What follows belongs to an exercise in optimizing a design on an open flow for small area and a short achievable clock period; a production flow would make more cautious choices.
Function was checked by simulation only, so behaviour that the tests miss may differ from the original.

Setup of lane 1:
Design fadd16, start of the top module:
module fadd16 (
    input  wire         clk,
    input  wire         rst,
    input  wire         in_valid,
    input  wire [511:0] in_terms,     
    output reg          out_valid,
    output reg  [31:0]  out_sum
);
Size: about 6400 cells after synthesis.
export LEC_CHECK = 0
export ABC_AREA = 1
export CAP_MARGIN = 20
export CORE_MARGIN = 2
export CORE_UTILIZATION = 55
export SLEW_MARGIN = 20
create_clock -name core_clock -period 70.0 [get_ports {clk}]
standard.sh (not shown) runs the stock make flow with config.mk's settings and CLKGATE_MAP_FILE= SYNTH_SCRIPT=/design/flow/synth_recipe.tcl, a recipe that flattens the netlist after the stock synthesis.
==> flow/flow/run.sh <==
#!/bin/bash
# Own layout flow: the standard ORFS flow, with
#  - the synthesis script flow/my_synth.tcl (synth_recipe.tcl, optionally with
#    another ABC script, flow/abc.script if present), and without the
#    generic ABC pass inside Yosys's synth (SYNTH_ARGS=-noabc),
#  - sky130_fd_sc_hd__buf_1 as the port buffers,
#  - repair_timing aiming at a setup margin (the SDC is unchanged),
#  - a clock tree of clkbuf_16 with no dummy loads.
# Each tool's output goes to the ORFS logs under orfs/logs; make's own output
# to make.log here.
set -euo pipefail
W=$PWD
if [[ -f $W/flow/abc.script ]]; then export MY_ABC_SCRIPT=$W/flow/abc.script; fi
MARGIN=$(cat $W/flow/margin 2>/dev/null || echo 0)
make -C "$FLOW_HOME" DESIGN_CONFIG=$W/config.mk WORK_HOME=$W/orfs CLKGATE_MAP_FILE= \
    SYNTH_SCRIPT=$W/flow/my_synth.tcl SYNTH_ARGS=-noabc \
    BUFFER_PORTS_ARGS="-buffer_cell sky130_fd_sc_hd__buf_1" \
    SETUP_SLACK_MARGIN=$MARGIN \
    CTS_ARGS="-sink_clustering_enable -repair_clock_nets -dont_use_dummy_load -buf_list {sky130_fd_sc_hd__clkbuf_16} -sink_clustering_size 30 -sink_clustering_max_diameter 60" \
    finish > $W/make.log 2>&1
R=$W/orfs/results/$FLOW_PLATFORM/fadd16/base
: # left out here: write the final layout as DEF
==> flow/flow/abc.script <==
strash
dch
amap
==> flow/flow/margin <==
55
==> flow/flow/my_synth.tcl <==
proc synth {args} { yosys synth -nofsm -noshare {*}$args }
proc abc {args} {
  set i [lsearch -exact $args -script]
  if { $i >= 0 && [info exists ::env(MY_ABC_SCRIPT)] } {
    set args [lreplace $args [expr {$i + 1}] [expr {$i + 1}] $::env(MY_ABC_SCRIPT)]
  }
  puts "my abc: $args"
  yosys abc {*}$args
}
source $::env(SCRIPTS_DIR)/synth.tcl
# left out here: clear keep_hierarchy, flatten, clean up, hide names made inside functions, write 1_2_yosys.v
What lane 2 does differently from lane 1 at the input level:
diff --git a/flow/flow/run.sh b/flow/flow/run.sh
--- a/flow/flow/run.sh
+++ b/flow/flow/run.sh
@@ -8 +8 @@
-#  - a clock tree of clkbuf_16 with no dummy loads.
+#  - a clock tree of clkbuf_8 with no dummy loads.
@@ -19 +19 @@
-    CTS_ARGS="-sink_clustering_enable -repair_clock_nets -dont_use_dummy_load -buf_list {sky130_fd_sc_hd__clkbuf_16} -sink_clustering_size 30 -sink_clustering_max_diameter 60" \
+    CTS_ARGS="-sink_clustering_enable -repair_clock_nets -dont_use_dummy_load -buf_list {sky130_fd_sc_hd__clkbuf_8} -sink_clustering_size 14 -sink_clustering_max_diameter 50" \
## What came out
From lane 1 to lane 2, half-perimeter wire length after detailed placement did not move at all. Re relative area change from synthesis to final layout: lane 2 is 0.33 points down on lane 1. As far as overall track demand over capacity in global routing is concerned, lane 1 and lane 2 perform about the same. Clock-buffer cell count (lower): lane 1. Lane 2 vs lane 1: met3 wire length up in lane 2. Lane 2 and lane 1 ended up with nearly the same total wire length after detailed routing. Lane 2 reports a higher endpoint arrival time on the critical path than lane 1 does. | overall via count from detail_route | lane 2 vs lane 1 | ≈ equal |. Run comparison: lane 1 worst setup path endpoint out_sum[1]; lane 2 worst setup path endpoint out_sum[22].
> inputs changed (lane 2 -> lane 3)
diff --git a/flow/flow/run.sh b/flow/flow/run.sh
--- a/flow/flow/run.sh
+++ b/flow/flow/run.sh
@@ -8 +8 @@
-#  - a clock tree of clkbuf_8 with no dummy loads.
+#  - a clock tree of clkbuf_16 with no dummy loads.
@@ -19 +19 @@
-    CTS_ARGS="-sink_clustering_enable -repair_clock_nets -dont_use_dummy_load -buf_list {sky130_fd_sc_hd__clkbuf_8} -sink_clustering_size 14 -sink_clustering_max_diameter 50" \
+    CTS_ARGS="-sink_clustering_enable -repair_clock_nets -dont_use_dummy_load -buf_list {sky130_fd_sc_hd__clkbuf_16} -sink_clustering_size 30 -sink_clustering_max_diameter 80" \
==> comparison <==
Total inserted antenna cells sits lower in lane 3 than in lane 2.
Between lane 3 and lane 2, the difference in area inside the core boundary is negligible.
Lane 2 -> lane 3: hold violation total from the final report delta 0, exact match
Between lane 3 and lane 2, the difference in final area is negligible.
Compared with lane 2, lane 3 has extra setup slack.
When lane 3 is set beside lane 2, its clock period minus final worst setup slack turns out to be 160 ps smaller.

==> static timing again, ports no longer ideal <==
No port has a modelled driver above. Below, the same layouts with a new extraction and two added sets of constraints. Step 1: set_driving_cell puts a clkbuf_16 on clk and a buf_2 on each other input, an assumption about the parent block. Step 2, shift: input delay + t, output delay - t, t = (earliest + latest rising clock arrival at the registers) / 2. This alone moves slack from input paths to output paths. a / b / c = ideal ports / drivers / drivers and shift; a / b = the first two.
| run | t, ns | slack for setup (ns) | latest minus earliest clock arrival (ns) | worst slew at a driven data input, ns | cell pins on the clock port's net |
|---|---|---|---|---|---|
| lane 1 | 0.724 | 54.856 / 54.780 / 55.157 | 0.123 / 0.123 | 0.06 | 1 |
| lane 2 | 0.831 | 54.748 / 54.670 / 55.158 | 0.151 / 0.151 | 0.06 | 1 |
| lane 3 | 0.699 | 54.907 / 54.830 / 55.420 | 0.107 / 0.107 | 0.06 | 1 |
After both steps every run listed still meets setup and hold.
